This is an optimization exercise on Yosys and OpenROAD, whose aim is small area, a short achievable clock period and few clock cycles per item, not a production implementation. In this exercise RTL edits were held to simulation tests only and were not proved equivalent to the original. Power is estimated from default activity; no workload was simulated.

===== run.sh =====
#!/bin/bash
# synth_recipe.tcl (not shown) runs the flow's synth.tcl, then flattens the netlist and writes it again
# the make line also repeats each setting of config.mk as NAME=value (left out here)
make -C /OpenROAD-flow-scripts/flow DESIGN_CONFIG=/design/flow/config.mk WORK_HOME=/design/flow/orfs CLKGATE_MAP_FILE= SYNTH_SCRIPT=/design/flow/synth_recipe.tcl finish

===== config.mk =====
export PLATFORM = sky130hd
export DESIGN_NAME = cc_group_enc
export DESIGN_NICKNAME = cc_group_enc
export VERILOG_FILES = /design/flow/design.v
export SDC_FILE = /design/flow/constraint.sdc
export NUM_CORES = 4
export LEC_CHECK = 0
export CAP_MARGIN = 20
export CORE_MARGIN = 2
export CORE_UTILIZATION = 40
export SLEW_MARGIN = 20

===== constraint.sdc =====
create_clock -name core_clock -period 32.0 [get_ports {clk}]
set_input_delay 6.4000 -clock core_clock [delete_from_list [all_inputs] [get_ports {clk}]]
set_output_delay 6.4000 -clock core_clock [all_outputs]
set_load 0.01 [all_outputs]

===== design.v =====
module cc_group_enc (
    input  wire        clk,
    input  wire        rst,
    input  wire        in_valid,
    output wire        in_ready,
    input  wire [15:0] in_res,
    input  wire        in_last,
    output wire        out_valid,
    input  wire        out_ready,
    output reg  [31:0] out_data,
    output reg  [5:0]  out_len,
    output wire        out_last
);
    localparam [1:0] S_COLLECT = 2'd0,
                     S_CHOOSE  = 2'd1,
                     S_EMIT    = 2'd2;
    reg [1:0]  state;
    reg [15:0] ubuf [0:15];    
    reg [4:0]  cnt;            
    reg [4:0]  idx;            
    reg [9:0]  cost [0:14];    
    reg [3:0]  k_sel;
    wire [15:0] u_in = in_res[15] ? ~{in_res[14:0], 1'b0} : {in_res[14:0], 1'b0};
    reg [5:0] len_k [0:14];
    integer k;
    always @(*) begin
        for (k = 0; k < 15; k = k + 1) begin
            if ((u_in >> k) < 16)
                len_k[k] = (u_in >> k) + 1 + k;
            else
                len_k[k] = 6'd32;
        end
    end
    reg [9:0] best_cost;
    reg [3:0] best_k;
    always @(*) begin
        best_cost = cost[0];
        best_k    = 4'd0;
        for (k = 1; k < 15; k = k + 1) begin
            if (cost[k] < best_cost) begin
                best_cost = cost[k];
                best_k    = k[3:0];
            end
        end
        if ({1'b0, cnt, 4'b0} < best_cost) begin
            best_cost = {1'b0, cnt, 4'b0};
            best_k    = 4'd15;
        end
    end
    wire in_fire  = in_valid && in_ready;
    wire out_fire = out_valid && out_ready;
    assign in_ready  = (state == S_COLLECT);
    assign out_valid = (state == S_EMIT);
    assign out_last  = (state == S_EMIT) && (idx == cnt);
    integer i;
    always @(posedge clk) begin
        if (rst) begin
            state <= S_COLLECT;
            cnt   <= 5'd0;
            idx   <= 5'd0;
            k_sel <= 4'd0;
            for (i = 0; i < 15; i = i + 1)
                cost[i] <= 10'd0;
        end else begin
            case (state)
                S_COLLECT: begin
                    if (in_fire) begin
                        ubuf[cnt[3:0]] <= u_in;
                        cnt <= cnt + 5'd1;
                        for (i = 0; i < 15; i = i + 1)
                            cost[i] <= cost[i] + len_k[i];
                        if (in_last)
                            state <= S_CHOOSE;
                    end
                end
                S_CHOOSE: begin
                    k_sel <= best_k;
                    idx   <= 5'd0;
                    state <= S_EMIT;
                end
                S_EMIT: begin
                    if (out_fire) begin
                        if (idx == cnt) begin
                            state <= S_COLLECT;
                            cnt   <= 5'd0;
                            for (i = 0; i < 15; i = i + 1)
                                cost[i] <= 10'd0;
                        end
                        idx <= idx + 5'd1;
                    end
                end
                default: state <= S_COLLECT;
            endcase
        end
    end
    wire [15:0] u_out = ubuf[idx[3:0] - 4'd1];
    wire [15:0] q_out = u_out >> k_sel;
    reg  [31:0] code;
    always @(*) begin
        out_data = 32'd0;
        out_len  = 6'd0;
        code     = 32'd0;
        if (idx == 5'd0) begin
            out_data = {k_sel, 28'd0};
            out_len  = 6'd4;
        end else if (k_sel == 4'd15) begin
            out_data = {u_out, 16'd0};
            out_len  = 6'd16;
        end else if (q_out < 16) begin
            code     = (((32'd1 << q_out[3:0]) - 32'd1) << (k_sel + 1))
                     | ({16'd0, u_out} & ((32'd1 << k_sel) - 32'd1));
            out_len  = q_out[5:0] + 6'd1 + {2'd0, k_sel};
            out_data = code << (6'd32 - out_len);
        end else begin
            out_data = {16'hFFFF, u_out};
            out_len  = 6'd32;
        end
    end
endmodule

==> Implementation_results.wiki <==
{| class="wikitable"
! Metric !! Value
|-
| Status || finished clean
|-
| Endpoint type of the worst setup path || flop
|-
| Max_cap viols || 0
|-
| Worst setup slack after layout || 2480 ps
|-
| Count of distinct cell types in the synthesized netlist || 91
|-
| VDD IR max || 0.143 mV
|-
| Cell total after placement || 4192
|-
| First-pass GRT wire length || 135000 um
|-
| Clock period minus final worst setup slack || 29520 ps
|-
| Antenna violations before repair || 1
|-
| Standard-cell rows || 101
|-
| Sequential cell area || 11000 um^2
|-
| Sinks on the clock net || 422
|-
| Transition time at the pin with the least slew margin || 1060 ps
|-
| Synth-to-layout area growth || 12.1%
|-
| Via-to-Cell Ratio || 5.68
|-
| Violation count after the first detailed-routing iteration || 1913
|-
| Share of post-route cells with drive strength above 1 || 0.113
|-
| Number of logic stages on the critical path including buffering || 147
|-
| Critical path required time || 32490 ps
|-
| WP buf/inv || 11
|-
| HPWL after detailed placement || 61400 um
|-
| Max Freq || 0.0339 GHz
|-
| Aggregate global-route resource usage || 0.218
|-
| Number of flops mapped to enable cells by yosys || 256
|-
| Total clock buffers created by CTS || 48
|-
| Sum of internal, switching and leakage power || 3.90 mW
|-
| Max-Slew Margin vs Limit || 0.289
|-
| Overall overflow remaining after global route || 0
|-
| Seq cells post-synth || 422
|-
| Area share of the leading cell type in the synthesized netlist || 0.251
|-
| GPL Wtd Cong || 0.934
|-
| Cells taking the most area after synthesis || edfxtp_1, dfxtp_1, ha_1
|-
| Remaining number of nets flagged by the antenna check after routing || 0
|-
| Total power per unit cell area || 114 nW/um^2
|-
| Finished Core Util || 0.452
|-
| Max Buffers Root-to-Sink || 3
|-
| Number of pins exceeding their max-slew limit in the final report || 0
|-
| Number of port buffers || 61
|-
| Critical path data arrival time || 30010 ps
|-
| Fraction of registers with async set or reset after synthesis || 0
|-
| Pin count of the biggest net entering global routing || 67
|-
| R2R Path End || k_sel[2]$_SDFFE_PP0P_
|-
| Total number of vias || 24.4k
|-
| Worst setup path class || reg2reg
|-
| Post-layout net count || 3513
|-
| Post-route setup TNS || 0 ps
|-
| Critical path launch point || cost[0][7]$_SDFFE_PP0P_
|-
| Most frequent cells in the layout || nor2_1, edfxtp_1, ha_1
|-
| Most common cell after layout, fill and taps aside || nor2_1
|-
| Cell type with the highest occurrence count on the critical path || ha_1
|-
| Leakage power || 13.8 nW
|-
| DIE HEIGHT || 281 um
|-
| Initial core utilization || 0.404
|-
| H-Tree Level Count || 2
|-
| Hold Fails Final Rpt || 0
|-
| Clock-pin slew of the registers on the worst-case setup and hold paths || 70 ps
|-
| Detailed Routing Iterations Pass 1 || 5
|-
| Vias in the first global route || 23.3k
|-
| Delay of the slowest critical-path stage || 460 ps
|-
| Post-synthesis sequential area ratio || 0.359
|-
| CP startpoint kind || flop
|-
| Cell family contributing the most delay on the critical path || compound AO/OA/AOI/OAI gates
|-
| Maximum fanout encountered on the critical timing path || 17
|-
| RR Startpoint || cost[0][7]$_SDFFE_PP0P_
|-
| Fin crit share || 0.922
|-
| Count of placed standard cells in the final layout, fillers left out || 4293
|-
| TritonCTS clock tree || built
|-
| Final number of setup-violating endpoints || 0
|-
| Total wire length || 87000 um
|-
| Clock latency on the worst-skew pair || 610 ps
|-
| Netlist area before placement || 30700 um^2
|-
| Dpl ws || -157 ps
|-
| I/O pin count || 62
|-
| Total DRC errors in the routed layout || 0
|-
| Yosys warnings || 3
|-
| R2R cell count || 147
|-
| R2r setup slk || 2480 ps
|-
| Floorplan Core Area || 75900 um^2
|-
| CTS root buf || clkbuf_16
|-
| Die width || 281 um
|-
| Cell taking the most area after synthesis || edfxtp_1
|-
| Multi-input combinational cell area || 18600 um^2
|-
| Mapped Avg Cell Area || 9.59 um^2
|-
| Critical path destination || k_sel[2]$_SDFFE_PP0P_
|-
| WL/cell || 20.3 um
|-
| Final worst clock skew || 39.5 ps
|-
| Critical-path cell with the highest stage delay || a311o_2
|-
| Syn nets || 3486
|-
| Most used flip-flop cell after synthesis || edfxtp_1
|-
| Path category of the worst min-delay check || reg2reg
|-
| Die area || 78900 um^2
|-
| Synthesized netlist cell count || 3197
|-
| Filler Cell Count || 7247
|}
==> timing repair <==
| item | 4_1_cts | 5_1_grt |
|---|---|---|
| hold buffers | 0 | 0 |
| cloned | 0 | 1 |
| resized for setup | 2 | 25 |
| setup endpoints to repair | 4 | 4 |
| setup buffers | 0 | 11 |
| pin swaps | 0 | 5 |
==> per-stage QoR <==
step	hold WS [ps]	instance area, um^2
2_1_floorplan	472	30700
3_3_place_gp	496	32600
3_5_place_dp	516	32600
4_1_cts	526	34200
5_1_grt	555	34400
6_report	518	34400
==> area by class of cell <==
class | count | share of cell area
Antenna cell | 1 | 0.0000728
Clock buffer | 54 | 0.0362
Clock inverter | 34 | 0.0103
Inverter | 185 | 0.0202
Multi-Input combinational cell | 2435 | 0.542
Sequential cell | 422 | 0.321
Tap cell | 1030 | 0.0375
Timing Repair Buffer | 132 | 0.0330
==> how the worst min path moves through the flow <==
stage	start	endpoint	slack (ps)	cells after the start
2_1_floorplan	cost[10][9]$_SDFFE_PP0P_	cost[10][9]$_SDFFE_PP0P_	470	2
3_3_place_gp	cost[10][9]$_SDFFE_PP0P_	cost[10][9]$_SDFFE_PP0P_	500	2
5_1_grt	cost[10][9]$_SDFFE_PP0P_	cost[10][9]$_SDFFE_PP0P_	560	2
4_1_cts	cost[8][9]$_SDFFE_PP0P_	cost[8][9]$_SDFFE_PP0P_	530	2
3_5_place_dp	cost[4][9]$_SDFFE_PP0P_	cost[4][9]$_SDFFE_PP0P_	520	2
6_report	cost[4][9]$_SDFFE_PP0P_	cost[4][9]$_SDFFE_PP0P_	520	2
==> power breakdown <==
part	leakage, nW	total [mW]	internal (mW)	switching (mW)
Combinational	9.35	2.72	1.07	1.66
Sequential	3.65	0.612	0.593	0.0185
Clock	0.784	0.568	0.330	0.238
==> sequential cells by signal, indices dropped and copies added, names as in the netlist <==
name	flops
idx	5
cost	150
cnt	5
state	2
ubuf	256
k_sel	4
==> synth_stat cells, types with 20 or more instances <==
library cell,number
clkbuf_1,129
dfxtp_1,166
inv_1,175
a21o_1,104
nor2_1,378
a31oi_1,21
a22oi_1,72
and3_1,24
nand2_1,196
ha_1,252
a22o_1,36
or3_1,20
a21oi_1,222
xor2_1,76
o21ai_0,191
nor2b_1,38
mux4_2,93
and2_1,20
nor3_1,37
nand3_1,78
mux2_2,51
mux2i_1,97
edfxtp_1,256
nand2b_1,41
xnor2_1,111
==> cells by family (layout without fill, tap and decap cells) <==
kind of cell               count (synthesis)  in the layout  synth area share
AOI/OAI and AO/OA                        841            842             0.178
xor gates and xnor gates                 187            187            0.0534
adders and majority gates                272            272             0.115
buffers and inverters                    341            405            0.0423
DFF                                      422            422             0.359
muxes                                    245            245             0.120
other                                      0              1                 0
and+or+nand+nor                          889            889             0.132
==> per-layer routing <==
layer	global-route usage	vias up	routed length, um
met5	0	-	0
met4	0.0616	0	2290
met3	0.0205	127	4030
met2	0.357	682	40100
met1	0.306	11800	40600
li1	-	11800	-
==> tightest hold or removal path: cells and delay by family, from the launching register on <==
| family | cells | cell delay [ps] |
|---|---|---|
| flops | 1 | 340 |
| compound gates | 2 | 140 |
Testbench counts, summed over its fixed seeds: cycles 102,260, items 3,200.

what the ideal ports hide:
Ports are ideal in the flow. The routed layout listed here was re-timed in OpenROAD. Step 1, drivers: a clkbuf_16 drives clk and a buf_2 each remaining input, both assumed. Step 2 adds t to the input delays and takes it off the output delays; t is the mean of the earliest and latest rising clock arrival at the registers after step 1. Input paths then give back, and output paths get back, about the clock's delay inside the block. Slacks: ideal / step 1 / step 2; pairs: ideal / step 1.
t, ns: 0.653
setup WS [ns]: 2.484 / 2.484 / 2.484
hold slack, ns: 0.518 / 0.518 / 0.518
slew at the worst register clock pin (ns): 0.07 / 0.07
After both steps setup and hold are still met in this run. The setup slack of this run moves by 0.000 ns with the drivers and by 0.000 ns with both steps.
